Context: an optimization exercise on an open-source flow, tuned for small area, a short achievable clock period and few clock cycles per item. The choices shown serve that exercise and are no tape-out recipe. No functional check of the RTL was part of any run shown here. Power is estimated from default activity; no workload was simulated.

### design/flow/config.mk
export PLATFORM = sky130hd
export DESIGN_NAME = red_combine
export DESIGN_NICKNAME = red_combine
export VERILOG_FILES = /design/flow/design.v
export SDC_FILE = /design/flow/constraint.sdc
export NUM_CORES = 4
export LEC_CHECK = 0
export ABC_AREA = 1
export CAP_MARGIN = 20
export CORE_MARGIN = 2
export CORE_UTILIZATION = 40
export SLEW_MARGIN = 20
### design/flow/constraint.sdc
create_clock -name core_clock -period 18.0 [get_ports {clk}]
set_input_delay 3.6000 -clock core_clock [delete_from_list [all_inputs] [get_ports {clk}]]
set_output_delay 3.6000 -clock core_clock [all_outputs]
set_load 0.01 [all_outputs]
### design/flow/design.v
module pfx_add #(parameter N = 8, parameter KIND = 1) (
    input  wire [N-1:0] x,
    input  wire [N-1:0] y,
    input  wire         ci,
    output wire [N-1:0] s,
    output wire         co
);
    localparam LG = $clog2(N);
    reg [N-1:0] g, p;
    integer l, i, j;
    always @(*) begin
        g = x & y;
        p = x ^ y;
        if (KIND == 0) begin
            for (i = 1; i < N; i = i + 1) begin
                g[i] = g[i] | p[i] & g[i-1];
                p[i] = p[i] & p[i-1];
            end
        end else if (KIND == 1) begin
            for (l = 0; l < LG; l = l + 1)
                for (i = 0; i < N; i = i + 1)
                    if (((i + 1) % (2 << l)) == 0) begin
                        j = i - (1 << l);
                        g[i] = g[i] | p[i] & g[j];
                        p[i] = p[i] & p[j];
                    end
            for (l = LG - 2; l >= 0; l = l - 1)
                for (i = 0; i < N; i = i + 1)
                    if (i >= (2 << l) && ((i + 1) % (2 << l)) == (1 << l)) begin
                        j = i - (1 << l);
                        g[i] = g[i] | p[i] & g[j];
                        p[i] = p[i] & p[j];
                    end
        end else begin
            for (l = 0; l < LG; l = l + 1)
                for (i = 0; i < N; i = i + 1)
                    if ((i >> l) & 1) begin
                        j = ((i >> l) << l) - 1;
                        g[i] = g[i] | p[i] & g[j];
                        p[i] = p[i] & p[j];
                    end
        end
    end
    wire [N:0] c = {g | p & {N{ci}}, ci};
    assign s  = x ^ y ^ c[N-1:0];
    assign co = c[N];
endmodule
module pfx_inc #(parameter N = 8) (
    input  wire [N-1:0] x,
    input  wire         ci,
    output wire [N-1:0] s,
    output wire         co
);
    localparam LG = $clog2(N);
    reg [N-1:0] p;
    integer l, i;
    always @(*) begin
        p = x;
        for (l = 0; l < LG; l = l + 1)
            for (i = N - 1; i >= 0; i = i - 1)
                if ((i >> l) & 1)
                    p[i] = p[i] & p[((i >> l) << l) - 1];
    end
    wire [N:0] c = {p & {N{ci}}, ci};
    assign s  = x ^ c[N-1:0];
    assign co = c[N];
endmodule
module lzc64 (
    input  wire [63:0] v,
    output wire [5:0]  n,
    output wire        z
);
    reg [7*64-1:0]   zz;
    reg [7*64*6-1:0] cc;
    integer k, i;
    always @(*) begin
        zz = 0;
        cc = 0;
        for (i = 0; i < 64; i = i + 1)
            zz[i] = ~v[i];
        for (k = 1; k <= 6; k = k + 1)
            for (i = 0; i < (64 >> k); i = i + 1) begin
                zz[k*64+i] = zz[(k-1)*64+2*i+1] & zz[(k-1)*64+2*i];
                if (zz[(k-1)*64+2*i+1])
                    cc[(k*64+i)*6 +: 6] = cc[((k-1)*64+2*i)*6 +: 6] | (6'd1 << (k - 1));
                else
                    cc[(k*64+i)*6 +: 6] = cc[((k-1)*64+2*i+1)*6 +: 6];
            end
    end
    assign n = cc[(6*64)*6 +: 6];
    assign z = zz[6*64];
endmodule
module w40_s1 #(parameter CK = 1) (
    input  wire        is_int,
    input  wire [63:0] a,
    input  wire [63:0] b,
    output wire [30:0] m_a,      
    output wire [30:0] m_b,      
    output wire        x34,      
    output wire        y34,
    output wire        a_big,    
    output wire [31:0] hs,       
    output wire        c48       
);
    wire        sa = a[39];
    wire        sb = b[39];
    wire [8:0]  ea = a[38:30];
    wire [8:0]  eb = b[38:30];
    wire [29:0] fa = a[29:0];
    wire [29:0] fb = b[29:0];
    wire a_max = &ea;
    wire b_max = &eb;
    wire a_fz  = ~|fa;
    wire b_fz  = ~|fb;
    wire a_nan = a_max & ~a_fz;
    wire b_nan = b_max & ~b_fz;
    wire a_inf = a_max & a_fz;
    wire b_inf = b_max & b_fz;
    wire sp    = a_max | b_max;
    wire nan   = a_nan | b_nan | (a_inf & b_inf & (sa ^ sb));
    wire of_op = a_inf | b_inf;
    wire a_ez = ~|ea;
    wire b_ez = ~|eb;
    wire [8:0] xa = {ea[8:1], ea[0] | a_ez};
    wire [8:0] xb = {eb[8:1], eb[0] | b_ez};
    wire ge;
    pfx_add #(.N(39), .KIND(CK)) u_cmp (
        .x(a[38:0]), .y(~b[38:0]), .ci(1'b1), .s(), .co(ge));
    wire eq  = &(a[38:0] ~^ b[38:0]);
    wire sub = sa ^ sb;
    assign a_big = is_int | ge;
    wire z   = eq & (sub | a_ez & a_fz);
    wire s_l = ge ? sa : sb;
    wire sgn = sp ? (a_inf ? sa : sb) : z ? (sa & sb) : s_l;
    wire [8:0] x_l = ge ? xa : xb;
    wire [8:0] dab, dba;
    pfx_add #(.N(9), .KIND(2)) u_dab (.x(xa), .y(~xb), .ci(1'b1), .s(dab), .co());
    pfx_add #(.N(9), .KIND(2)) u_dba (.x(xb), .y(~xa), .ci(1'b1), .s(dba), .co());
    wire [8:0] dd  = ge ? dab : dba;
    wire       big = |dd[8:6];
    assign m_a = {is_int ? a[30] : ~a_ez, fa};
    assign m_b = {is_int ? b[30] : ~b_ez, fb};
    assign x34 = is_int & a[31];
    assign y34 = is_int & b[31];
    wire [15:0] hl, hh;
    wire        cl;
    pfx_add #(.N(16), .KIND(2)) u_hl (.x(a[47:32]), .y(b[47:32]), .ci(1'b0), .s(hl), .co(cl));
    pfx_add #(.N(16), .KIND(2)) u_hh (.x(a[63:48]), .y(b[63:48]), .ci(1'b0), .s(hh), .co());
    assign c48 = is_int & cl;
    assign hs = is_int ? {hh, hl}
                       : {11'd0, of_op, nan, sp, sgn, x_l, sub, big, dd[5:0]};
endmodule
module w40_s2 #(parameter AK = 1) (
    input  wire        is_int,
    input  wire [30:0] m_a,
    input  wire [30:0] m_b,
    input  wire        x34,
    input  wire        y34,
    input  wire        a_big,
    input  wire [31:0] hs,
    input  wire        c48,
    output wire [66:0] sum
);
    wire [5:0] d   = hs[5:0] & {6{~is_int}};
    wire       big = hs[6] & ~is_int;
    wire       sub = hs[7] & ~is_int;
    wire [30:0] m_l = a_big ? m_a : m_b;
    wire [30:0] m_s = a_big ? m_b : m_a;
    reg  [30:0] lost;
    integer j;
    always @(*)
        for (j = 0; j < 31; j = j + 1)
            lost[j] = big | (d >= j + 3);
    wire        sticky = |(m_s & lost);
    wire [33:0] shr    = big ? 34'd0 : ({m_s, 3'b000} >> d);
    wire [33:0] s_al   = {shr[33:1], sticky};
    wire c35;
    pfx_add #(.N(35), .KIND(AK)) u_add (
        .x({x34, m_l, 3'b000}), .y({y34, s_al ^ {34{sub}}}), .ci(sub),
        .s(sum[34:0]), .co(c35));
    wire c51;
    pfx_inc #(.N(16)) u_inc_l (.x(hs[15:0]), .ci(c35), .s(sum[50:35]), .co(c51));
    pfx_inc #(.N(16)) u_inc_h (.x(hs[31:16]), .ci(c48 | c51), .s(sum[66:51]), .co());
endmodule
module w40_s3 (
    input  wire        is_int,
    input  wire [66:0] sum,
    output wire [63:0] out_sum,
    output wire [1:0]  out_flags
);
    wire        sub   = sum[42];
    wire [8:0]  x_l   = sum[51:43];
    wire        sgn   = sum[52];
    wire        sp    = sum[53];
    wire        nan   = sum[54];
    wire        of_op = sum[55];
    wire [34:0] raw   = {sum[34] ^ sub, sum[33:0]};
    reg  [34:0] stop;
    integer j;
    always @(*)
        for (j = 0; j < 35; j = j + 1)
            stop[j] = (x_l == 9'd34 - j);
    wire [5:0]  s;
    lzc64 u_lzc (.v({raw | stop, 1'b1, 28'd0}), .n(s), .z());
    wire [34:0] sh = raw << s;
    wire [9:0]  e_n = {1'b0, x_l} + 10'd1 - {4'd0, s};
    wire [9:0]  e_n1 = {1'b0, x_l} + 10'd2 - {4'd0, s};
    wire [30:0] mant   = sh[34:4];
    wire        rnd_up = sh[3] & (|sh[2:0] | mant[0]);
    wire [30:0] mant_r;
    wire        c_r;
    pfx_inc #(.N(31)) u_rnd (.x(mant), .ci(rnd_up), .s(mant_r), .co(c_r));
    wire        c_r_q  = rnd_up & (&mant);
    wire        hid    = mant[30] | rnd_up & (&mant[29:0]);
    wire [9:0]  e_f    = c_r_q ? e_n1 : e_n;
    wire        ovf     = c_r_q ? (e_n1[9] | (&e_n1[8:0])) : (e_n[9] | (&e_n[8:0]));
    wire [8:0]  e_field = hid ? e_f[8:0] : 9'd0;
    wire        inf_like = sp | ovf;
    wire [39:0] f = inf_like ? {sgn & ~nan, 9'h1FF, nan, 29'd0}
                             : {sgn, e_field, mant_r[29:0]};
    assign out_sum   = is_int ? sum[66:3] : {24'd0, f};
    assign out_flags = is_int ? 2'b00 : {nan, of_op | (~sp & ovf)};
endmodule
module red_combine (
    input  wire        clk,
    input  wire        rst,
    input  wire        in_valid,
    input  wire        in_int,
    input  wire [63:0] in_a,
    input  wire [63:0] in_b,
    output reg         out_valid,
    output reg  [63:0] out_sum,
    output reg  [1:0]  out_flags
);
    wire [30:0] m_a, m_b;
    wire        x34, y34, a_big, c48;
    wire [31:0] hs;
    w40_s1 u_s1 (
        .is_int(in_int), .a(in_a), .b(in_b), .m_a(m_a), .m_b(m_b),
        .x34(x34), .y34(y34), .a_big(a_big), .hs(hs), .c48(c48)
    );
    reg        v1, int1, x34_1, y34_1, a_big1, c48_1;
    reg [30:0] m_a1, m_b1;
    reg [31:0] hs1;
    always @(posedge clk) begin
        if (rst) v1 <= 1'b0;
        else     v1 <= in_valid;
        int1   <= in_int;
        m_a1   <= m_a;
        m_b1   <= m_b;
        x34_1  <= x34;
        y34_1  <= y34;
        a_big1 <= a_big;
        hs1    <= hs;
        c48_1  <= c48;
    end
    wire [66:0] sum;
    w40_s2 u_s2 (
        .is_int(int1), .m_a(m_a1), .m_b(m_b1), .x34(x34_1), .y34(y34_1),
        .a_big(a_big1), .hs(hs1), .c48(c48_1), .sum(sum)
    );
    reg        v2, int2;
    reg [66:0] sum2;
    always @(posedge clk) begin
        if (rst) v2 <= 1'b0;
        else     v2 <= v1;
        int2 <= int1;
        sum2 <= sum;
    end
    wire [63:0] res;
    wire [1:0]  flg;
    w40_s3 u_s3 (.is_int(int2), .sum(sum2), .out_sum(res), .out_flags(flg));
    always @(posedge clk) begin
        if (rst) out_valid <= 1'b0;
        else     out_valid <= v2;
        out_sum   <= res;
        out_flags <= flg;
    end
endmodule
### design/flow/flow/run.sh
#!/bin/bash
# The standard layout (standard.sh: ORFS synthesis through finish), with
# two changes:
#  - synthesis maps with flow/abc_area.script (ABC_AREA=1) in place of ORFS's
#    area script: the same ABC mapping, given a delay target (map -D) so that
#    it recovers area only off the critical paths.  The ORFS scripts are
#    copied to scripts/ here with that one file replaced; registers, the
#    synthesis passes and everything after synthesis are unchanged;
#  - the input and output ports get sky130_fd_sc_hd__buf_2 port buffers in
#    place of the cell buffer_ports picks by default.
# make's full output goes to std_flow.log here; ORFS keeps each step's log
# under orfs/logs.
set -euo pipefail
rm -rf scripts
cp -r "$FLOW_HOME/scripts" scripts
cp flow/abc_area.script scripts/abc_area.script
bash standard.sh "SCRIPTS_DIR=$PWD/scripts" \
    "BUFFER_PORTS_ARGS=-buffer_cell sky130_fd_sc_hd__buf_2" finish > std_flow.log 2>&1
### design/flow/flow/abc_area.script
strash
dch
map -D 4000
topo
stime -c
buffer -c
upsize -c
dnsize -c
### design/flow/standard.sh
#!/bin/bash
# synth_recipe.tcl (not shown) runs the flow's synth.tcl, then flattens the netlist and writes it again
# the make line also repeats each setting of config.mk as NAME=value (left out here)
make -C /OpenROAD-flow-scripts/flow DESIGN_CONFIG=/design/flow/config.mk WORK_HOME=/design/flow/orfs CLKGATE_MAP_FILE= SYNTH_SCRIPT=/design/flow/synth_recipe.tcl "${@:-finish}"
==> results of run 1 <==
==> through the flow <==
| stage | worst slack [ps] | hold WS, ps |
|---|---|---|
| global placement | 10580 | 393 |
| finish | 10680 | 404 |
| global route | 10000 | 424 |
| CTS | 10690 | 406 |
| detailed placement | 10720 | 398 |
| floorplan | 11640 | 351 |
==> cells by family after synthesis <==
kind of cell    after synthesis
flops                       236
fa+ha+maj                   144
xor+xnor                    110
mux                           5
buf+inv                     474
simple gates                997
compound gates              606
==> area by class of cell <==
type	instances	share of cell area [%]
sequential	236	24.2
timing repair buffer	215	5.74
clock inverter	15	1.23
inverter	382	7.33
multi-input combinational	1862	54.2
clock buffer	35	3.81
tap	546	3.49
==> critical path, delay by kind of cell (launching register included) <==
family,cells,cell delay [ps]
AO/OA/AOI/OAI,4,820
AND/OR/NAND/NOR,24,3830
buffers and inverters,13,1950
adder cells (fa/ha/maj),1,230
flip-flops,1,330
==> flip-flops by register name, indices dropped and copies added, names as in the netlist <==
signal     cells
out_flags      2
sum2          67
int2           1
m_b1          31
int1           1
v1             1
c48_1          1
v2             1
a_big1         1
out_valid      1
m_a1          31
hs1           32
x34_1          1
y34_1          1
out_sum       64
==> synthesized netlist by cell type (3+ instances only) <==
master,instances,area (sq um)
sky130_fd_sc_hd__nand2_1,489,1840
sky130_fd_sc_hd__inv_1,350,1310
sky130_fd_sc_hd__nor2_1,298,1120
sky130_fd_sc_hd__o21ai_0,269,1350
sky130_fd_sc_hd__dfxtp_1,236,4720
sky130_fd_sc_hd__a21oi_1,143,716
sky130_fd_sc_hd__ha_1,134,1680
sky130_fd_sc_hd__xor2_1,86,753
sky130_fd_sc_hd__nand3_1,69,345
sky130_fd_sc_hd__clkbuf_1,46,173
sky130_fd_sc_hd__o21ai_1,41,205
sky130_fd_sc_hd__nand4_1,31,194
sky130_fd_sc_hd__nor3_1,31,155
sky130_fd_sc_hd__nor4_1,29,181
sky130_fd_sc_hd__a31oi_1,28,175
sky130_fd_sc_hd__inv_2,26,97.6
sky130_fd_sc_hd__buf_2,25,125
sky130_fd_sc_hd__xnor2_1,24,210
sky130_fd_sc_hd__o22ai_1,23,144
sky130_fd_sc_hd__nor2_2,12,75.1
sky130_fd_sc_hd__o211ai_1,12,90.1
sky130_fd_sc_hd__o221ai_1,12,105
sky130_fd_sc_hd__buf_6,10,113
sky130_fd_sc_hd__fa_1,10,200
sky130_fd_sc_hd__nand2_2,9,56.3
sky130_fd_sc_hd__o21a_1,9,67.6
sky130_fd_sc_hd__buf_1,8,30.0
sky130_fd_sc_hd__o21ai_2,8,70.1
sky130_fd_sc_hd__a211oi_1,7,52.6
sky130_fd_sc_hd__a21o_1,7,52.6
sky130_fd_sc_hd__nor2_4,7,78.8
sky130_fd_sc_hd__o32ai_1,7,61.3
sky130_fd_sc_hd__clkinv_1,6,22.5
sky130_fd_sc_hd__o31ai_1,6,45.0
sky130_fd_sc_hd__a221oi_1,5,43.8
sky130_fd_sc_hd__and3_1,5,31.3
sky130_fd_sc_hd__mux2i_1,5,50.1
sky130_fd_sc_hd__o21bai_1,4,30.0
sky130_fd_sc_hd__or2_2,4,25.0
sky130_fd_sc_hd__a211oi_2,3,37.5
sky130_fd_sc_hd__buf_4,3,22.5
==> worst max-delay path by stage <==
stage                     slack (ps)                   to              from
after global placement         10580   out_sum[3]$_DFF_P_  sum2[49]$_DFF_P_
after detailed placement       10720   out_sum[3]$_DFF_P_  sum2[49]$_DFF_P_
after floorplan                11640        c48_1$_DFF_P_          in_a[32]
after global routing           10000   out_sum[3]$_DFF_P_  sum2[49]$_DFF_P_
after CTS                      10690   out_sum[3]$_DFF_P_  sum2[49]$_DFF_P_
final                          10680  out_sum[10]$_DFF_P_  sum2[49]$_DFF_P_
==> metal layers <==
| metal | share of wire [%] | up-vias | GRT usage (%) |
|---|---|---|---|
| met1 | 44 | 7875 | 34.2 |
| met3 | 4.9 | 134 | 2.94 |
| met5 | 0 | - | 0 |
| li1 | - | 8750 | - |
| met4 | 4.5 | 0 | 10.9 |
| met2 | 47 | 520 | 45.6 |
==> power by group through the flow <==
stage | clock network (mW) | logic (mW) | registers (mW)
after floorplan | 0 | 1.19 | 0.724
after global placement | 0 | 1.68 | 0.734
after detailed placement | 0 | 1.68 | 0.734
after CTS | 0.610 | 1.69 | 0.723
after global routing | 0.627 | 1.91 | 0.735
final | 0.593 | 1.70 | 0.722
==> run summary, run 1 <==
- In this run, post-CTS repair resized a total of 0 instances.
- The initial detailed-routing violation count is 1,075.
- The largest single stage delay on the critical path is 640 ps.
- The most used flip-flop cell after synthesis is sky130_fd_sc_hd__dfxtp_1.
- The worst voltage drop across the vdd grid is 0.0864 mV.
- Detailed placement finished with a half-perimeter wire length of 50,500 um.
- The first TritonRoute pass finished after 6 iterations.
- After the last flow step, the layout net total stands at 3,000.
- The signed area change from the synthesized netlist to the final layout is 13.6%.
- The via count of the routed design is 17,300.
- Overall power consumption after layout is estimated at 3.02 mW.
- After floorplanning, the core was sized to cover 42,800 sq um.
- Summed over all layers, the global routing overflow is 0.
- The cell count after synthesis is 2,572.
- The worst hold path terminates at out_sum[62]$_SDFF_PN0_.
- The run finished with no timing, DRC or antenna violations.
- The residual antenna-violating net count after detailed routing is 0.
- The layout has 4,565 filler cells.
- The origin of the critical flop-to-flop path is sum2[49]$_DFF_P_.
- The maximum count of clock buffers along a single path is 3.
- The count of pins over their slew limit is 0.
- The number of antenna diodes in the final layout is 0.
- Setup repair after global routing left no endpoint under its margin.
- The worst slew margin relative to its limit is 33.3%.
- For the pin with the worst max-slew slack, the measured transition is 999 ps.
- Counting flops with a built-in enable in the synthesized netlist gives 0.
- The largest fanout on the critical path is 30.
- The cts-stage hold buffer count is 0.
- The x dimension of the die is 212 um.
- The number of port buffers is 198.
- The share of flip-flops with an asynchronous set or reset is 0%.
- The tree is rooted in a sky130_fd_sc_hd__clkbuf_16.
- Measured on the finished design, the core utilization comes to 45.7%.
- In this run the cell area of the synthesized design comes to 17,200 sq um.
- For the worst setup path, the data arrival time is 7800 ps.
- The library cells used most frequently in the layout, excluding fill and tap cells, are 489 x sky130_fd_sc_hd__nand2_1, 350 x sky130_fd_sc_hd__inv_1, 297 x sky130_fd_sc_hd__nor2_1.
- The hold path startpoint is sum2[65]$_DFF_P_.
- The Yosys step of the flow raised 10 warnings.
- Across the routed clock network, the largest skew measured is 32.9 ps.
- At the worst endpoint, the required time is 18,480 ps.
- The clock sink count is 236.
- The area of the die is 44,700 sq um.
- The setup TNS is 0 ps.
- The total count of hold-check failures in the final report is 0.
- TritonCTS built the clock tree.
- Across the whole layout, storage elements account for 4730 sq um.
- Global routing used 26.6% of the available tracks across all layers.
- The adder-cell share of the synthesized area is 10.9%.
- The most frequent cell on the critical path is sky130_fd_sc_hd__inv_2.
- The number of max-cap violations is 0.
- The type of the tightest min-delay check is reg2reg.
- The net count after synthesis is 2,848.
- The synthesized netlist devotes 24.6% of its cell area to simple gates.
- The final cell area excluding filler cells is 19,600 sq um.
- Once the floorplan was initialized, standard cells occupied 40.3% of the core.
- The synthesized-area fraction occupied by ao, oa, aoi and oai cells is 20.1%.
- Clock latency on the worst-skew pair, taken at its later pin, is 580 ps.
- The commonest non-fill, non-tap cell in the layout is sky130_fd_sc_hd__nand2_1.
- The worst hold path passes through 2 cells.
- The register share of total power is 23.9%.
- The fraction of final layout cells with drive strength greater than 1 is 12.7%.
- The register bit total from synthesis is 236.
- The internal power of the cells totals 1.56 mW.
- The total clock buffers created by CTS is 27.
- In the final routed layout, each cell accounts on average for 18.5 um.
- The worst register-to-register path ends at out_sum[10]$_DFF_P_.
- The global-route wire length before repair is 92,100 um.
- The number of global-route vias before repair is 16,400.
- In this run the number of H-tree levels came out at 1.
- Derived from the worst setup path, the maximum achievable clock frequency is 0.137 GHz.
- The residual DRC count is 0.
- The number of vias per cell after detailed routing is 5.25.
- A synthesized cell averages 6.70 sq um.
- The wire length after detailed routing is 60,700 um.
- The number of antenna violations at the first check in global routing is 0.
- The multi-input combinational cells in the finished layout cover a total of 10,600 sq um.
- The number of buffers inserted to repair setup after CTS is 0.
- The I/O pin total is 199.
- The clock network burns 19.7% of the power.
- The net switching power of the design is 1.45 mW.
- After clock tree synthesis, the clock-pin slew on the worst setup and hold paths is 60 ps.
- The number of cells on the worst reg-to-reg path is 42.
- From bottom edge to top edge, the die measures 212 um.
- The worst setup path is of the reg2reg kind.
- Summing the areas of all xor and xnor instances in the mapped netlist gives 5.59% of the synthesized area.
- The reg-to-reg setup timing slack is 10,680 ps.
- In this run the power density over the cells is 154 nW/um^2.
- Counting tap cells, the placed design contains a total of 3,240 instances.
- The final setup violation count is 0.
- The analysis attributes to cell leakage a power of 9.75 nW.
- The switching portion of total power is 48.2%.
- At the end of routability-driven placement, the weighted congestion stood at 1.00.
- The combinational share of power is 56.4%.
- The minimum clock period is 7320 ps.
- The largest net degree at the start of global routing is 125.
- The finished layout holds 3,291 standard cells, fillers aside.
- The share of the yosys chip area belonging to registers is 27.4%.
- The portion of netlist area occupied by mux cells is 0.291%.
- The share of the clock period used by the worst path is 40.7%.
- The largest family of logic cells by synthesized area is simple AND/OR/NAND/NOR gates.
- The cell with the biggest individual delay on the critical path is sky130_fd_sc_hd__nor2_4.
- The critical path capture point type is a flop.
- STA classifies the critical path startpoint as a flop.
- In this run the cell area measured after placement is 18,600 sq um.
- The netlist uses 68 different library cells.
- The floorplan row count is 76.
==> inputs of run 2 (changes only) <==
==> design/flow/flow/run.sh (replaced) <==
#!/bin/bash
# The standard layout (standard.sh: ORFS synthesis through finish), with
# three changes:
#  - synthesis maps with flow/abc_area.script (ABC_AREA=1) in place of ORFS's
#    area script: the same ABC mapping, given a delay target (map -D) so that
#    it recovers area only off the critical paths.  The ORFS scripts are
#    copied to scripts/ here with that one file replaced; registers and the
#    other synthesis passes are unchanged;
#  - the input and output ports get sky130_fd_sc_hd__buf_2 port buffers in
#    place of the cell buffer_ports picks by default;
#  - ORFS's timing repair (after floorplan, CTS and global routing) aims for
#    a setup slack of MARGIN ns, not 0: the constraints and clock period stay
#    the design's, the repair only works harder.
# make's full output goes to std_flow.log here; ORFS keeps each step's log
# under orfs/logs.
set -euo pipefail
MARGIN=12
rm -rf scripts
cp -r "$FLOW_HOME/scripts" scripts
cp flow/abc_area.script scripts/abc_area.script
bash standard.sh "SCRIPTS_DIR=$PWD/scripts" "SETUP_SLACK_MARGIN=$MARGIN" \
    "BUFFER_PORTS_ARGS=-buffer_cell sky130_fd_sc_hd__buf_2" finish > std_flow.log 2>&1
==> run 2 against run 1 <==
Against the previous run: combinational power rose by 18%; clock power fell by 1%; global-route usage fell by 0.30 points; highest routed layer unchanged; maximum frequency rose by 16%; worst setup slack improved by 1000 ps; final cell count rose by 3.6%; critical path depth fell by 12; synthesized cell count did not move; clock skew rose by 3.3 ps; synthesized area did not move; still clean; total power rose by 9.9%.
==> run summary, run 2 <==
- The flow ran to the end and the layout has no timing, DRC or antenna violations.
- The number of vias per cell after detailed routing is 5.39 (+2.7%).
- The final routed wire length divided by cell count was 18.8 um (+2.0%).
- The endpoint arrival time on the critical path is 6700 ps (-1100 ps).
- The setup clock skew after layout was 36.2 ps (+3.31 ps).
- The share of flip-flops with an asynchronous set or reset is 0% (unchanged).
- The final setup violation count is 0 (unchanged).
- The total number of nets in the final design is 3,125 (+4.2%).
- The residual antenna-violating net count after detailed routing came to 0 (unchanged).
- The number of synthesized flops with an enable pin came to 0 (unchanged).
- The number of max-cap violations is 0 (unchanged).
- The number of H-tree levels was 1 (unchanged).
- The area after detailed placement was 18,600 sq um (+0.14%).
- The Yosys warning count is 10 (unchanged).
- The number of distinct library cells after synthesis came to 68 (unchanged).
- The global-route total usage across every layer is 26.3% (-0.30 points).
- The residual DRC count was 0 (unchanged).
- The most instantiated library cell after synthesis is sky130_fd_sc_hd__nand2_1.
- The largest fanout on the critical path is 6 (-80%).
- The via count of the routed design is 18,400 (+6.4%).
- The clock insertion delay at the later pin of the skew report is 580 ps (about the same).
- The commonest non-fill, non-tap cell in the layout is sky130_fd_sc_hd__nand2_1.
- The root buffer cell chosen for the clock tree is sky130_fd_sc_hd__clkbuf_16.
- The hold slack is 400 ps (-4.41 ps).
- The largest register by flop count is sum2.
- The initial standard-cell utilization of the core is 40.3% (unchanged).
- The vertical die dimension is 212 um (unchanged).
- The overflow left after global routing is 0 (unchanged).
- The initial detailed-routing violation count is 1,281 (+19%).
- The worst hold path belongs to the class reg2reg.
- The number of global-route vias before repair is 16,700 (+2.3%).
- The element type at the critical path start is a primary input.
- The library cells used most frequently in the layout, excluding fill and tap cells, are 478 x sky130_fd_sc_hd__nand2_1, 309 x sky130_fd_sc_hd__inv_1, 261 x sky130_fd_sc_hd__nor2_1.
- Setup repair after global routing could not meet its margin everywhere.
- The count of pins over their slew limit is 0 (unchanged).
- The number of flip-flops under the largest register name is 67 (unchanged).
- The dominant synthesized flop cell is sky130_fd_sc_hd__dfxtp_1.
- The cell area after synthesis is 17,200 sq um (unchanged).
- The wire length after detailed routing is 64,200 um (+5.7%).
- The multi-input gate area in the final layout is 11,500 sq um (+8.6%).
- The worst voltage drop across the vdd grid is 0.0832 mV (-3.7%).
- The I/O pin total came to 199 (unchanged).
- The total clock buffers created by CTS is 26 (-3.7%).
- The largest net degree at the start of global routing came to 125 (unchanged).
- The mean area per synthesized cell is 6.70 sq um (unchanged).
- The fmax came to 0.159 GHz (+16%).
- The fraction of final layout cells with drive strength greater than 1 is 23.0% (+10 points).
- The critical path capture point type is a flop.
- The net count after synthesis is 2,848 (unchanged).
- The largest stage delay on the critical path was 410 ps (-230 ps).
- The maximum count of clock buffers along a single path is 3 (unchanged).
- The total core area is 42,800 sq um (unchanged).
- The share of the clock period used by the worst path came to 34.9% (-5.7 points).
- The path type of the worst setup path is in2reg.
- The clock sink count came to 236 (unchanged).
- The worst slew margin relative to its limit is 27.4% (-5.9 points).
- In the final layout, the registers with the most flip-flops are sum2: 67 flops, out_sum: 64 flops, hs1: 32 flops.
- The global-route wire length before repair came to 91,700 um (-0.41%).
- The signed area change from the synthesized netlist to the final layout is 27.4%.
- The number of port buffers came to 198 (unchanged).
- The setup TNS was 0 ps (unchanged).
- The actual slew at the worst max-slew pin is 1090 ps (+87.4 ps).
- The TritonCTS clock tree is built.
- The placed wire-length estimate after detailed placement is 49,200 um (-2.6%).
- The minimum clock period came to 6290 ps (-1030 ps).
- The area fraction of the dominant cell type after synthesis came to 27.4% (unchanged).
- The register bit total from synthesis is 236 (unchanged).
- The fill cell instance count of the final layout is 4,308 (-5.6%).
- The most frequent cell on the critical path is sky130_fd_sc_hd__nor2_1.
- The post-placement worst setup slack came to 10,800 ps (+75.7 ps).
- The number of antenna violations at the first check in global routing is 0 (unchanged).
- The post-synthesis cell type with the largest combined area is sky130_fd_sc_hd__dfxtp_1.
- The area of the die is 44,700 sq um (unchanged).
- The final core utilization was 51.3% (+5.6 points).
- The number of iterations in the first detailed-routing pass is 5 (-1).
- The clock-pin transition on the worst setup and hold timing paths is 70 ps (about the same).
- The total count of hold-check failures in the final report is 0 (unchanged).
- The final cell area excluding filler cells was 21,900 sq um (+12%).
- The power density relative to cell area came to 151 nW/um^2 (-2.1%).
- The share of the yosys chip area belonging to registers is 27.4% (unchanged).
- The cell count after synthesis is 2,572 (unchanged).
- The final setup slack of the worst path came to 11,710 ps (+1030 ps).
- The data required time of the critical path came to 18,410 ps (-70 ps).
- The number of inserted diodes is 0 (unchanged).
- The x dimension of the die is 212 um (unchanged).
- By area the synthesized netlist is led by sky130_fd_sc_hd__dfxtp_1 27%, sky130_fd_sc_hd__nand2_1 11%, sky130_fd_sc_hd__ha_1 9.7%.
- Sorting the synthesized cells by how often they occur yields 489 x sky130_fd_sc_hd__nand2_1, 350 x sky130_fd_sc_hd__inv_1, 298 x sky130_fd_sc_hd__nor2_1, 269 x sky130_fd_sc_hd__o21ai_0, 236 x sky130_fd_sc_hd__dfxtp_1.
- The largest individual stage delay along the critical path comes from the cell sky130_fd_sc_hd__ha_1.
- The placer congestion estimate was 1.04 (+3.7%).
- The area taken by flip-flops and latches is 4740 sq um (+0.34%).
- The floorplan row count is 76 (unchanged).
- The leakage power is 10.6 nW (+8.7%).
## run 2: cell counts after synthesis
No cell type changed its count.
## run 2: cell type report
type,count,area share (%)
clock buffer,31,3.19
clock inverter,13,1.12
inverter,382,6.84
multi-input combinational,1865,52.5
sequential,236,21.6
tap,546,3.11
timing repair buffer,334,11.5
timing repair inverter,4,0.114
## run 2: path summary, 6_finish.rpt
kind	to	start	depth (start not counted)	slack, ps
min	out_sum[57]$_SDFF_PN0_	sum2[60]$_DFF_P_	2	400
max reg2reg	out_sum[3]$_DFF_P_	sum2[50]$_DFF_P_	41	12100
max	hs1[15]$_DFF_P_	in_a[35]	30	11710
min reg2reg	out_sum[57]$_SDFF_PN0_	sum2[60]$_DFF_P_	2	400
## run 2: cells by family (layout without fill, tap and decap cells)
group / Yosys count / after routing / share of synthesized area [%]
AOI/OAI and AO/OA: 606 / 606 / 20.1
xor gates and xnor gates: 110 / 110 / 5.59
adders and majority gates: 144 / 144 / 10.9
buffers and inverters: 474 / 764 / 11.0
DFF: 236 / 236 / 27.4
muxes: 5 / 5 / 0.291
and+or+nand+nor: 997 / 1000 / 24.6
## run 2: stage by stage
| stage | power, mW | cells |
|---|---|---|
| floorplan | 1.91 | 2572 |
| global placement | 2.39 | 3238 |
| detailed placement | 2.40 | 3238 |
| CTS | 3.05 | 3343 |
| global route | 3.54 | 3411 |
| finish | 3.31 | 3411 |
## run 2: worst max-delay path, delay by kind of cell
family	cells	cell delay [ps]
buffers and inverters	9	610
AO/OA/AOI/OAI	5	620
adder cells (fa/ha/maj)	1	410
AND/OR/NAND/NOR	15	1460
## run 2: timing repair
action / 4_1_cts / 5_1_grt
gates resized for setup: 106 / 255
setup endpoints to repair: 81 / 81
cloned: 4 / 15
setup buffers: 57 / 53
pin swaps: 22 / 83
hold buffers: 0 / 0
## run 2: report_power, final
part / internal (mW) / switching [mW]
combinational: 0.724 / 1.27
sequential: 0.645 / 0.0859
clock: 0.363 / 0.222
## run 2: layer usage
metal / part of all wire (%) / up-vias / track usage, % / wire length [um]
li1: - / 8999 / - / -
met1: 42 / 8448 / 33.9 / 26700
met2: 47 / 740 / 44.3 / 30100
met3: 6.0 / 202 / 2.76 / 3830
met4: 5.5 / 0 / 12.2 / 3510
met5: 0 / - / 0 / 0
==> inputs of run 3 (changes only) <==
==> design/flow/flow/run.sh (replaced) <==
#!/bin/bash
# The standard layout (standard.sh: ORFS synthesis through finish), with
# two changes:
#  - the input and output ports get sky130_fd_sc_hd__buf_2 port buffers in
#    place of the cell buffer_ports picks by default;
#  - ORFS's timing repair (after floorplan, CTS and global routing) aims for
#    a setup slack of SETUP_SLACK_MARGIN ns below, not 0: the constraints and
#    clock period stay the design's, the repair only works harder.
# make's full output goes to std_flow.log here; ORFS keeps each step's log
# under orfs/logs.
set -euo pipefail
MARGIN=12
bash standard.sh "SETUP_SLACK_MARGIN=$MARGIN" \
    "BUFFER_PORTS_ARGS=-buffer_cell sky130_fd_sc_hd__buf_2" finish > std_flow.log 2>&1
removed: design/flow/flow/abc_area.script
==> run 3 against run 2 <==
Against the previous run: still clean; sequential power hardly changed; worst hold slack worse by 3.2 ps; clock skew shrank 2.9 ps; clock power fell by 2%; clock-buffer cell count up 4; first-iteration DRC count increased by 13%; sequential share of layout area down 0.12 points; synthesized area increased by 8.7%; register-to-register slack improved by 230 ps; via count rose by 8.2%; critical path depth is 8 lower; largest cell class unchanged.
==> run summary, run 3 <==
- The post-placement worst setup slack is 10,350 ps (-455 ps).
- The total core area is 46,400 sq um (+8.3%).
- sky130_fd_sc_hd__nand2_1 is the most common cell in the netlist.
- The fill cell instance count of the final layout is 4,747 (+10%).
- The area after detailed placement came to 20,100 sq um (+8.2%).
- The initial detailed-routing violation count is 1,451 (+13%).
- The net count after synthesis came to 3,169 (+11%).
- The fmax is 0.167 GHz (+5.2%).
- The setup clock skew after layout is 33.4 ps (-2.87 ps).
- The minimum clock period was 5980 ps (-311 ps).
- The number of flip-flops under the largest register name was 67 (unchanged).
- The clock-pin transition on the worst setup and hold timing paths is 60 ps (about the same).
- The worst setup path is captured at a flop.
- Setup repair after global routing could not meet its margin everywhere.
- The number of H-tree levels is 1 (unchanged).
- The share of the yosys chip area belonging to registers was 25.2% (-2.2 points).
- The placer congestion estimate is 1.00 (-3.7%).
- The vertical die dimension is 220 um (+4.2%).
- The commonest cells after synthesis are 786 x sky130_fd_sc_hd__nand2_1, 339 x sky130_fd_sc_hd__inv_1, 252 x sky130_fd_sc_hd__nand3_1, 241 x sky130_fd_sc_hd__nor2_1, 236 x sky130_fd_sc_hd__dfxtp_1.
- The area taken by flip-flops and latches is 4730 sq um (-0.26%).
- The setup path with the least slack is of type in2reg.
- The register bit total from synthesis is 236 (unchanged).
- The global-route total usage across every layer is 27.5% (+1.2 points).
- The final cell area excluding filler cells is 22,000 sq um (+0.27%).
- The number of inserted diodes is 0 (unchanged).
- On the critical path, the stage with the largest delay is an instance of sky130_fd_sc_hd__fa_2.
- The largest stage delay on the critical path came to 360 ps (-50 ps).
- The floorplan row count is 79 (+3.9%).
- The residual antenna-violating net count after detailed routing was 0 (unchanged).
- The commonest non-fill, non-tap cell in the layout is sky130_fd_sc_hd__nand2_1.
- The post-synthesis cell type with the largest combined area is sky130_fd_sc_hd__dfxtp_1.
- The data required time of the critical path is 18,480 ps (+70 ps).
- The worst voltage drop across the vdd grid is 0.118 mV (+42%).
- The I/O pin total is 199 (unchanged).
- The most frequent cell on the critical path is sky130_fd_sc_hd__nor2_2.
- The total clock buffers created by CTS is 27 (+3.8%).
- The final routed wire length divided by cell count is 18.7 um (-0.47%).
- The largest fanout on the critical path was 3 (-3).
- The residual DRC count is 0 (unchanged).
- The placed wire-length estimate after detailed placement came to 54,400 um (+11%).
- The type of the tightest min-delay check is reg2reg.
- The global-route wire length before repair is 104,000 um (+13%).
- The cell area after synthesis is 18,700 sq um (+8.7%).
- The via count of the routed design is 19,900 (+8.2%).
- The number of max-cap violations is 0 (unchanged).
- The total count of hold-check failures in the final report was 0 (unchanged).
- The number of synthesized flops with an enable pin is 0 (unchanged).
- The endpoint arrival time on the critical path was 6460 ps (-240 ps).
- The flow ran to the end and the layout has no timing, DRC or antenna violations.
- The count of buffer and inverter cells on the critical path is 2 (-7).
- The fraction of final layout cells with drive strength greater than 1 came to 15.8% (-7.2 points).
- The root cell of the clock tree is sky130_fd_sc_hd__clkbuf_16.
- The actual slew at the worst max-slew pin came to 973 ps (-113 ps).
- The number of distinct library cells after synthesis is 65 (-4.4%).
- The number of iterations in the first detailed-routing pass is 5 (unchanged).
- The cell count after placement is 3,607 (+11%).
- The share of the clock period used by the worst path is 33.2% (-1.7 points).
- The element type at the critical path start is a primary input.
- The largest net degree at the start of global routing was 60 (-52%).
- The largest register by flop count is sum2.
- The Yosys warning count is 10 (unchanged).
- The initial standard-cell utilization of the core is 40.4% (+0.12 points).
- The number of global-route vias before repair is 18,300 (+9.5%).
- The mean area per synthesized cell is 6.47 sq um (-3.4%).
- The share of flip-flops with an asynchronous set or reset was 0% (unchanged).
- The power density relative to cell area came to 155 nW/um^2 (+2.6%).
- The TritonCTS clock tree is built.
- The final setup slack of the worst path is 12,020 ps (+311 ps).
- The post-route non-filler standard cell count is 3,710 (+8.8%).
- The setup TNS is 0 ps (unchanged).
- The number of port buffers is 198 (unchanged).
- The wire length after detailed routing is 69,500 um (+8.3%).
- The cell count after synthesis is 2,893 (+12%).
- The leakage power is 11.0 nW (+3.6%).
- The top cell types in the final layout, fill and taps aside, are 779 x sky130_fd_sc_hd__nand2_1, 321 x sky130_fd_sc_hd__inv_1, 250 x sky130_fd_sc_hd__nand3_1.
- The clock sink count is 236 (unchanged).
- The total number of nets in the final design is 3,360 (+7.5%).
- The count of pins over their slew limit is 0 (unchanged).
- The multi-input gate area in the final layout is 12,600 sq um (+9.2%).
- The number of vias per cell after detailed routing is 5.36 (-0.52%).
- In the post-synthesis netlist, the biggest area contributors are sky130_fd_sc_hd__dfxtp_1 25%, sky130_fd_sc_hd__nand2_1 16%, sky130_fd_sc_hd__ha_1 9.0%.
- The area of the die is 48,500 sq um (+8.5%).
- The cts-stage hold buffer count is 0 (unchanged).
- The x dimension of the die is 220 um (+4.2%).
- The overflow left after global routing came to 0 (unchanged).
- The area fraction of the dominant cell type after synthesis was 25.2% (-2.2 points).
- The worst slew margin relative to its limit is 34.7% (+7.2 points).
- The largest registers in the layout are sum2: 67 flops, out_sum: 64 flops, hs1: 32 flops.
- In this design, the largest share of critical-path delay is due to compound AO/OA/AOI/OAI gates.
- The signed area change from the synthesized netlist to the final layout is 17.6%.
- The final setup violation count was 0 (unchanged).
- Walking the worst path, the cells encountered are buf_8 -> ha_4 -> inv_2 -> fa_2 -> o31ai_4 -> a21oi_2 -> o21bai_2 -> a21oi_2 -> o21bai_1 -> nand3_1 -> nand2_2 -> and2_4 -> nor2_4 -> nor2_2 -> o21a_1 -> nor2_2 -> nor2_2 -> o21a_1 -> nor2_2 -> xnor2_1 -> nand2_1 -> o21ai_1.
- In the synthesized netlist the dominant register cell turns out to be sky130_fd_sc_hd__dfxtp_1.
- The number of antenna violations at the first check in global routing was 0 (unchanged).
- The clock insertion delay at the later pin of the skew report is 570 ps (about the same).
- The maximum count of clock buffers along a single path is 3 (unchanged).
run 3: cell count changes in the layout (fill, tap and decap cells not counted), sizes merged, moves of 21 or more:
cell | before | now
a31oi | 30 | 9
nand2 | 500 | 792
inv | 372 | 350
nand3 | 70 | 268
o21ai | 318 | 224
buf | 321 | 261
nand4 | 33 | 68
nor2 | 320 | 267
a21oi | 145 | 110
run 3: per-stage QoR:
| step | power [mW] | util (%) | hold slack, ps |
|---|---|---|---|
| after detailed placement | 2.75 | 43.4 | 396 |
| after floorplan | 2.21 | - | 326 |
| after CTS | 3.36 | 46.1 | 393 |
| final | 3.41 | 47.5 | 397 |
| after global placement | 2.73 | 43.4 | 392 |
| after global routing | 3.69 | 47.5 | 428 |
run 3: logic make-up (layout without fill, tap and decap cells):
group | Yosys count | count (layout) | synth area share (%)
fa+ha+maj | 144 | 144 | 10.0
compound gates | 458 | 458 | 14.7
xor+xnor | 112 | 112 | 5.24
flops | 236 | 236 | 25.2
buf+inv | 462 | 668 | 10.0
simple gates | 1474 | 1478 | 34.4
mux | 7 | 7 | 0.374
run 3: cell type report:
| type | instances | share of cell area, % |
|---|---|---|
| multi-input cells | 2199 | 57.2 |
| flip-flops and latches | 236 | 21.5 |
| repair buffers | 262 | 7.38 |
| inverters | 355 | 6.24 |
| well taps | 607 | 3.45 |
| clock buffers | 35 | 3.43 |
| clock inverters | 13 | 0.767 |
| repair inverters | 3 | 0.0796 |
run 3: worst paths after layout:
path | start | cells past startpoint | slack (ps) | endpoint
worst min-delay path | sum2[57]$_DFF_P_ | 2 | 400 | out_sum[54]$_SDFF_PN0_
worst min register to register | sum2[57]$_DFF_P_ | 2 | 400 | out_sum[54]$_SDFF_PN0_
worst max register to register | sum2[46]$_DFF_P_ | 27 | 12330 | out_sum[0]$_DFF_P_
worst max-delay path | in_b[32] | 22 | 12020 | hs1[15]$_DFF_P_
run 3: where the power goes:
| group | switching, mW | internal (mW) | total [mW] |
|---|---|---|---|
| Sequential | 0.0867 | 0.646 | 0.733 |
| Clock | 0.230 | 0.340 | 0.571 |
| Combinational | 1.41 | 0.694 | 2.11 |
run 3: what timing repair did:
item                       in CTS  in global routing
setup endpoints to repair      91                 76
cloned                          5                  2
pin swaps                      12                 41
buffers inserted               18                 30
resized for setup              40                113
run 3: routing by layer:
metal  vias to the layer above  track usage (%)  share of wire (%)
met1                      9170             36.1                 43
met4                         0             10.7                4.3
met3                       147             2.27                4.6
li1                       9912                -                  -
met5                         -                0                  0
met2                       667             46.9                 48
run 3: worst register-to-register path, cell delays in order, from the launching register on:
cell and delay (ps):
sky130_fd_sc_hd__dfxtp_1 600, sky130_fd_sc_hd__nor2_1 200, sky130_fd_sc_hd__nand3_2 160, sky130_fd_sc_hd__nor2_1 60
sky130_fd_sc_hd__nor2_1 110, sky130_fd_sc_hd__nand3_1 100, sky130_fd_sc_hd__o21ai_0 660, sky130_fd_sc_hd__nand3_4 290
sky130_fd_sc_hd__nand3_2 190, sky130_fd_sc_hd__buf_12 230, sky130_fd_sc_hd__inv_1 270, sky130_fd_sc_hd__ha_1 250
sky130_fd_sc_hd__inv_1 50, sky130_fd_sc_hd__ha_1 170, sky130_fd_sc_hd__inv_1 70, sky130_fd_sc_hd__fa_1 430
sky130_fd_sc_hd__o21ai_1 250, sky130_fd_sc_hd__xor2_1 240, sky130_fd_sc_hd__nand2_1 100, sky130_fd_sc_hd__nor3b_2 240
sky130_fd_sc_hd__a31oi_1 140, sky130_fd_sc_hd__inv_1 70, sky130_fd_sc_hd__nand4_1 120, sky130_fd_sc_hd__nand3_2 170
sky130_fd_sc_hd__nor2_4 60, sky130_fd_sc_hd__buf_4 160, sky130_fd_sc_hd__nand2_1 50, sky130_fd_sc_hd__o21ai_0 90
==> inputs of run 4 (changes only) <==
--- a/design/flow/design.v
+++ b/design/flow/design.v
@@ -185,8 +185,9 @@
 module w40_s3 (
     input  wire        is_int,
     input  wire [66:0] sum,
-    output wire [63:0] out_sum,
-    output wire [1:0]  out_flags
+    output wire [63:0] res,      
+    output wire        inf,      
+    output wire [1:0]  flags
 );
     wire        sub   = sum[42];
     wire [8:0]  x_l   = sum[51:43];
@@ -195,15 +196,29 @@
     wire        nan   = sum[54];
     wire        of_op = sum[55];
     wire [34:0] raw   = {sum[34] ^ sub, sum[33:0]};
-    reg  [34:0] stop;
+    wire [7:0] xh, xo;
+    genvar k;
+    generate
+        for (k = 0; k < 8; k = k + 1) begin : g_dec
+            assign xh[k] = (x_l[5:3] == k);
+            assign xo[k] = (x_l[2:0] == k);
+        end
+    endgenerate
+    wire       x_lo = ~|x_l[8:6];
+    reg [34:0] stop;
     integer j;
     always @(*)
         for (j = 0; j < 35; j = j + 1)
-            stop[j] = (x_l == 9'd34 - j);
+            stop[j] = x_lo & xh[(34 - j) >> 3] & xo[(34 - j) & 7];
     wire [5:0]  s;
     lzc64 u_lzc (.v({raw | stop, 1'b1, 28'd0}), .n(s), .z());
-    wire [34:0] sh = raw << s;
-    wire [9:0]  e_n = {1'b0, x_l} + 10'd1 - {4'd0, s};
+    wire [34:0] t5 = s[5] ? {raw[2:0], 32'd0} : raw;
+    wire [34:0] t4 = s[4] ? {t5[18:0], 16'd0} : t5;
+    wire [34:0] t3 = s[3] ? {t4[26:0], 8'd0}  : t4;
+    wire [34:0] t2 = s[2] ? {t3[30:0], 4'd0}  : t3;
+    wire [34:0] t1 = s[1] ? {t2[32:0], 2'd0}  : t2;
+    wire [34:0] sh = s[0] ? {t1[33:0], 1'd0}  : t1;
+    wire [9:0]  e_n  = {1'b0, x_l} + 10'd1 - {4'd0, s};
     wire [9:0]  e_n1 = {1'b0, x_l} + 10'd2 - {4'd0, s};
     wire [30:0] mant   = sh[34:4];
     wire        rnd_up = sh[3] & (|sh[2:0] | mant[0]);
@@ -215,11 +230,9 @@
     wire [9:0]  e_f    = c_r_q ? e_n1 : e_n;
     wire        ovf     = c_r_q ? (e_n1[9] | (&e_n1[8:0])) : (e_n[9] | (&e_n[8:0]));
     wire [8:0]  e_field = hid ? e_f[8:0] : 9'd0;
-    wire        inf_like = sp | ovf;
-    wire [39:0] f = inf_like ? {sgn & ~nan, 9'h1FF, nan, 29'd0}
-                             : {sgn, e_field, mant_r[29:0]};
-    assign out_sum   = is_int ? sum[66:3] : {24'd0, f};
-    assign out_flags = is_int ? 2'b00 : {nan, of_op | (~sp & ovf)};
+    assign res   = is_int ? sum[66:3] : {24'd0, sgn & ~nan, e_field, mant_r[29:0]};
+    assign inf   = ~is_int & (sp | ovf);
+    assign flags = is_int ? 2'b00 : {nan, of_op | (~sp & ovf)};
 endmodule
 module red_combine (
     input  wire        clk,
@@ -229,7 +242,7 @@
     input  wire [63:0] in_a,
     input  wire [63:0] in_b,
     output reg         out_valid,
-    output reg  [63:0] out_sum,
+    output wire [63:0] out_sum,
     output reg  [1:0]  out_flags
 );
     wire [30:0] m_a, m_b;
@@ -268,12 +281,20 @@
         sum2 <= sum;
     end
     wire [63:0] res;
+    wire        inf;
     wire [1:0]  flg;
-    w40_s3 u_s3 (.is_int(int2), .sum(sum2), .out_sum(res), .out_flags(flg));
+    w40_s3 u_s3 (
+        .is_int(int2), .sum(sum2), .res(res), .inf(inf), .flags(flg)
+    );
+    reg [63:0] res3;
+    reg        inf3;
     always @(posedge clk) begin
         if (rst) out_valid <= 1'b0;
         else     out_valid <= v2;
-        out_sum   <= res;
+        res3      <= res;
+        inf3      <= inf;
         out_flags <= flg;
     end
-endmodule
+    assign out_sum = {res3[63:39], res3[38:30] | {9{inf3}},
+                      inf3 ? out_flags[1] : res3[29], res3[28:0] & {29{~inf3}}};
+endmodule
==> design/flow/flow/run.sh (replaced) <==
#!/bin/bash
# The standard layout (standard.sh: ORFS synthesis through finish), with
# three changes:
#  - synthesis maps with flow/abc_area.script (ABC_AREA=1) in place of ORFS's
#    area script: the same ABC mapping, given a delay target (map -D) so that
#    it recovers area only off the critical paths.  The ORFS scripts are
#    copied to scripts/ here with that one file replaced; registers and the
#    other synthesis passes are unchanged;
#  - the input and output ports get sky130_fd_sc_hd__buf_2 port buffers in
#    place of the cell buffer_ports picks by default;
#  - ORFS's timing repair (after floorplan, CTS and global routing) aims for
#    a setup slack of MARGIN ns, not 0: the constraints and clock period stay
#    the design's, the repair only works harder.
# make's full output goes to std_flow.log here; ORFS keeps each step's log
# under orfs/logs.
set -euo pipefail
MARGIN=12
rm -rf scripts
cp -r "$FLOW_HOME/scripts" scripts
cp flow/abc_area.script scripts/abc_area.script
bash standard.sh "SCRIPTS_DIR=$PWD/scripts" "SETUP_SLACK_MARGIN=$MARGIN" \
    "BUFFER_PORTS_ARGS=-buffer_cell sky130_fd_sc_hd__buf_2" finish > std_flow.log 2>&1
==> design/flow/flow/abc_area.script (new file) <==
strash
dch
map -D 4000
topo
stime -c
buffer -c
upsize -c
dnsize -c
==> run 4 against run 3 <==
Against the previous run: register-to-register slack gained 60 ps; utilization grew 1.2 points; sequential share of layout area grew 0.72 points; sequential power grew 3.1%; critical endpoint is now hs1[31]$_SDFF_PN0_; combinational power shrank 24%; total power shrank 14%; worst setup slack lost 310 ps; synthesized area shrank 4.9%; first-iteration DRC count shrank 19%; non-clock buffer count grew 44.
==> run summary, run 4 <==
- The wire length after detailed routing is 62,800 um (-9.6%).
- The number of port buffers is 198 (unchanged).
- By startpoint and endpoint, the worst setup path is classified as in2reg.
- The clock power share came to 19.3% (+2.6 points).
- The min-delay analysis places its worst path in the category reg2reg.
- The clock-pin transition on the worst setup and hold timing paths came to 60 ps (about the same).
- The endpoint arrival time on the critical path was 6780 ps (+320 ps).
- The largest net degree at the start of global routing is 125 (+110%).
- The overflow left after global routing was 0 (unchanged).
- The number of distinct library cells after synthesis is 77 (+18%).
- The number of synthesized flops with an enable pin is 0 (unchanged).
- The global-route wire length before repair was 94,200 um (-9.4%).
- The overall power is 2.93 mW (-14%).
- The internal power came to 1.56 mW (-6.9%).
- The cell count after synthesis was 2,685 (-7.2%).
- The actual slew at the worst max-slew pin was 1030 ps (+55.2 ps).
- The number of flip-flops under the largest register name is 67 (unchanged).
- The switching portion of total power was 46.7% (-4.1 points).
- The leakage power is 10.6 nW (-3.4%).
- STA classifies the critical path endpoint as a flop.
- The clock insertion delay at the later pin of the skew report is 570 ps (about the same).
- The top cell family by delay on the critical path is buffers and inverters.
- Summed over all instances, the cell type with the most area after synthesis is sky130_fd_sc_hd__dfxtp_1.
- The largest stage delay on the critical path is 180 ps (-180 ps).
- The via count of the routed design is 18,200 (-8.4%).
- The placer congestion estimate is 1.01 (+1.3%).
- In the post-synthesis netlist, the cell with the most instances is sky130_fd_sc_hd__nand2_1.
- The register with the most flip-flops in the final layout is sum2.
- The placed wire-length estimate after detailed placement is 49,300 um (-9.5%).
- The maximum count of clock buffers along a single path is 3 (unchanged).
- The combinational share of power came to 54.9% (-6.9 points).
- The register share of total power came to 25.8% (+4.3 points).
- The total count of hold-check failures in the final report came to 0 (unchanged).
- Counting stages on the worst path, the most repeated cell is sky130_fd_sc_hd__inv_1.
- The minimum clock period is 6290 ps (+314 ps).
- The slowest stage of the critical path belongs to the cell sky130_fd_sc_hd__fa_2.
- The dominant synthesized flop cell is sky130_fd_sc_hd__dfxtp_1.
- The fmax is 0.159 GHz (-5.0%).
- The net switching power of the design is 1.37 mW (-21%).
- The total clock buffers created by CTS is 26 (-3.7%).
- The multi-input gate area in the final layout is 11,400 sq um (-9.5%).
- Setup repair after global routing could not meet its margin everywhere.
- The number of H-tree levels is 1 (unchanged).
- The residual antenna-violating net count after detailed routing is 0 (unchanged).
- The worst voltage drop across the vdd grid is 0.0770 mV (-35%).
- The area of the die is 46,200 sq um (-4.8%).
- The I/O pin total is 199 (unchanged).
- The net count after synthesis is 2,959 (-6.6%).
- The data required time of the critical path came to 18,490 ps (about the same).
- The x dimension of the die came to 215 um (-2.4%).
- The final core utilization is 48.7% (+1.2 points).
- The worst slew margin relative to its limit is 31.0% (-3.7 points).
- The setup TNS came to 0 ps (unchanged).
- The largest fanout on the critical path is 2 (-1).
- The register bit total from synthesis is 237 (+0.42%).
- The final setup violation count came to 0 (unchanged).
- The mean area per synthesized cell is 6.63 sq um (+2.5%).
- The Yosys warning count is 10 (unchanged).
- The area fraction of the dominant cell type after synthesis came to 26.7% (+1.4 points).
- The final routed wire length divided by cell count is 17.9 um (-4.5%).
- Leaving out fill and tap cells, the most frequent cell in the layout is sky130_fd_sc_hd__nand2_1.
- The share of flip-flops with an asynchronous set or reset is 0% (unchanged).
- The vertical die dimension was 215 um (-2.4%).
- The cell area after synthesis is 17,800 sq um (-4.9%).
- The global-route total usage across every layer is 25.7% (-1.9 points).
- The fill cell instance count of the final layout is 4,501 (-5.2%).
- The initial detailed-routing violation count is 1,173 (-19%).
- The TritonCTS clock tree is built.
- The flow ran to the end and the layout has no timing, DRC or antenna violations.
- The power density relative to cell area is 137 nW/um^2 (-12%).
- The floorplan row count came to 77 (-2.5%).
- The number of inserted diodes was 0 (unchanged).
- The number of max-cap violations was 0 (unchanged).
- The top cell types in the final layout, fill and taps aside, are 512 x sky130_fd_sc_hd__nand2_1, 348 x sky130_fd_sc_hd__inv_1, 322 x sky130_fd_sc_hd__nor2_1.
- The total core area is 44,000 sq um (-5.0%).
- The number of iterations in the first detailed-routing pass was 6 (+1).
- The clock sink count is 237 (+0.42%).
- The tree is rooted in a sky130_fd_sc_hd__clkbuf_16.
- The cts-stage hold buffer count came to 0 (unchanged).
- The total number of nets in the final design was 3,176 (-5.5%).
- The count of buffer and inverter cells on the critical path came to 19 (+17).
- The number of vias per cell after detailed routing is 5.19 (-3.2%).
- Relative to the synthesized area, the layout overhead comes to 20.4%.
- The fraction of final layout cells with drive strength greater than 1 is 19.7% (+4.0 points).
- The largest registers in the layout are sum2: 67 flops, res3: 64 flops, hs1: 32 flops.
- Sorting the synthesized cells by how often they occur yields 515 x sky130_fd_sc_hd__nand2_1, 379 x sky130_fd_sc_hd__inv_1, 358 x sky130_fd_sc_hd__nor2_1, 247 x sky130_fd_sc_hd__o21ai_0, 237 x sky130_fd_sc_hd__dfxtp_1.
- Ranked by total cell area, the synthesized netlist is headed by sky130_fd_sc_hd__dfxtp_1 27%, sky130_fd_sc_hd__nand2_1 11%, sky130_fd_sc_hd__ha_1 9.3%.
- The setup clock skew after layout was 16.7 ps (-16.6 ps).
- The share of the yosys chip area belonging to registers is 26.7% (+1.4 points).
- The initial standard-cell utilization of the core is 40.4% (+0.050 points).
- The area taken by flip-flops and latches is 4760 sq um (+0.58%).
- The share of the clock period used by the worst path is 35.0% (+1.7 points).
- The count of pins over their slew limit is 0 (unchanged).
- The residual DRC count is 0 (unchanged).
- The element type at the critical path start is a primary input.
- The number of global-route vias before repair was 17,300 (-5.7%).
- The number of antenna violations at the first check in global routing came to 0 (unchanged).
run 4: cell count changes after synthesis, moves of 25 or more:
cell | previous run | this run
sky130_fd_sc_hd__a21oi_1 | 109 | 164
sky130_fd_sc_hd__buf_4 | 7 | 32
sky130_fd_sc_hd__inv_1 | 339 | 379
sky130_fd_sc_hd__nand2_1 | 786 | 515
sky130_fd_sc_hd__nand3_1 | 252 | 41
sky130_fd_sc_hd__nand4_1 | 68 | 23
sky130_fd_sc_hd__nor2_1 | 241 | 358
sky130_fd_sc_hd__o21ai_0 | 214 | 247
sky130_fd_sc_hd__o21ai_1 | 9 | 62
run 4: per-stage QoR:
step                worst slack [ps]  hold slack, ps  std cells  instance area, sq um
global route                   11400             414       3512                 21400
CTS                            11910             405       3481                 20600
floorplan                      11690             332       2685                 17800
detailed placement             10980             397       3371                 19000
finish                         11710             403       3512                 21400
global placement               11050             395       3371                 19000
run 4: cell type report:
type                       instances  share of cell area, %
clock inverter                    15                   1.04
tap                              592                   3.46
sequential                       237                   22.2
timing repair buffer             306                   9.49
multi-input combinational       1919                   53.2
clock buffer                      31                   3.17
inverter                         412                   7.48
run 4: worst paths after layout:
kind / slack, ps / cells after the start / from / endpoint
setup / recovery: 11710 / 41 / in_a[48] / hs1[31]$_SDFF_PN0_
hold / removal: 400 / 2 / v2$_SDFF_PP0_ / out_valid$_SDFF_PP0_
setup reg to reg: 12390 / 30 / sum2[50]$_DFF_P_ / res3[31]$_DFF_P_
hold reg to reg: 400 / 2 / v2$_SDFF_PP0_ / out_valid$_SDFF_PP0_
run 4: power groups by stage:
| stage | sequential [mW] | clock [mW] | combinational [mW] |
|---|---|---|---|
| final | 0.756 | 0.565 | 1.61 |
| after global routing | 0.767 | 0.599 | 1.81 |
| after CTS | 0.752 | 0.578 | 1.54 |
| after detailed placement | 0.762 | 0 | 1.51 |
| after global placement | 0.763 | 0 | 1.50 |
| after floorplan | 0.708 | 0 | 1.16 |
run 4: metal layers:
metal  track usage [%]  wire length, um
met3              2.62             3000
met5                 0                0
met4              11.0             2900
met2              44.4            29500
met1              32.5            27500
run 4: cells by family after synthesis:
group	count (synthesis)	share of synthesized area [%]
and+or+nand+nor	1044	24.8
AOI/OAI and AO/OA	619	19.8
buffers and inverters	531	12.8
DFF	237	26.7
adders and majority gates	142	10.4
xor gates and xnor gates	103	5.07
muxes	9	0.513
run 4: timing repair:
| action | CTS | global route |
|---|---|---|
| pin swaps | 30 | 49 |
| setup endpoints to repair | 49 | 77 |
| setup buffers | 62 | 28 |
| cloned | 2 | 3 |
| resized for setup | 70 | 189 |
run 4: worst reg2reg max path: cells and delay by family, from the launching register on:
| kind | cells | cell delay (ps) |
|---|---|---|
| AO/OA/AOI/OAI | 7 | 1550 |
| adder cells (fa/ha/maj) | 1 | 230 |
| buffers and inverters | 5 | 610 |
| flip-flops | 1 | 400 |
| AND/OR/NAND/NOR | 17 | 2730 |

==> separate check: timing with driven ports <==
The flow's constraints put no driver on any port. The routed layouts listed below were extracted and timed again, unchanged, in two steps. Step 1 sets driving cells, clkbuf_16 on the clock port and buf_2 on the other inputs (assumed; they add their load-dependent delay and slew). Step 2, shift: input delay + t, output delay - t, t = (earliest + latest rising clock arrival at the registers) / 2. This alone moves slack from input paths to output paths. Three values: no drivers, after step 1, after step 2; two values: the first two.
run | t (ns) | setup WS [ns] | slew at the worst register clock pin (ns) | worst data-port slew with drivers (ns) | cell pins on the clock port's net
run 1 | 0.617 | 10.681 / 10.681 / 10.681 | 0.06 / 0.06 | 0.05 | 1
run 2 | 0.617 | 11.710 / 11.726 / 11.109 | 0.07 / 0.07 | 0.06 | 1
run 3 | 0.616 | 12.021 / 12.015 / 11.399 | 0.07 / 0.07 | 0.07 | 1
run 4 | 0.619 | 11.707 / 11.735 / 11.117 | 0.07 / 0.07 | 0.07 | 1
After both steps setup and hold are still met in every run listed. The setup slack of run 3, which loses most, moves by -0.006 ns with the drivers and by -0.622 ns with both steps.
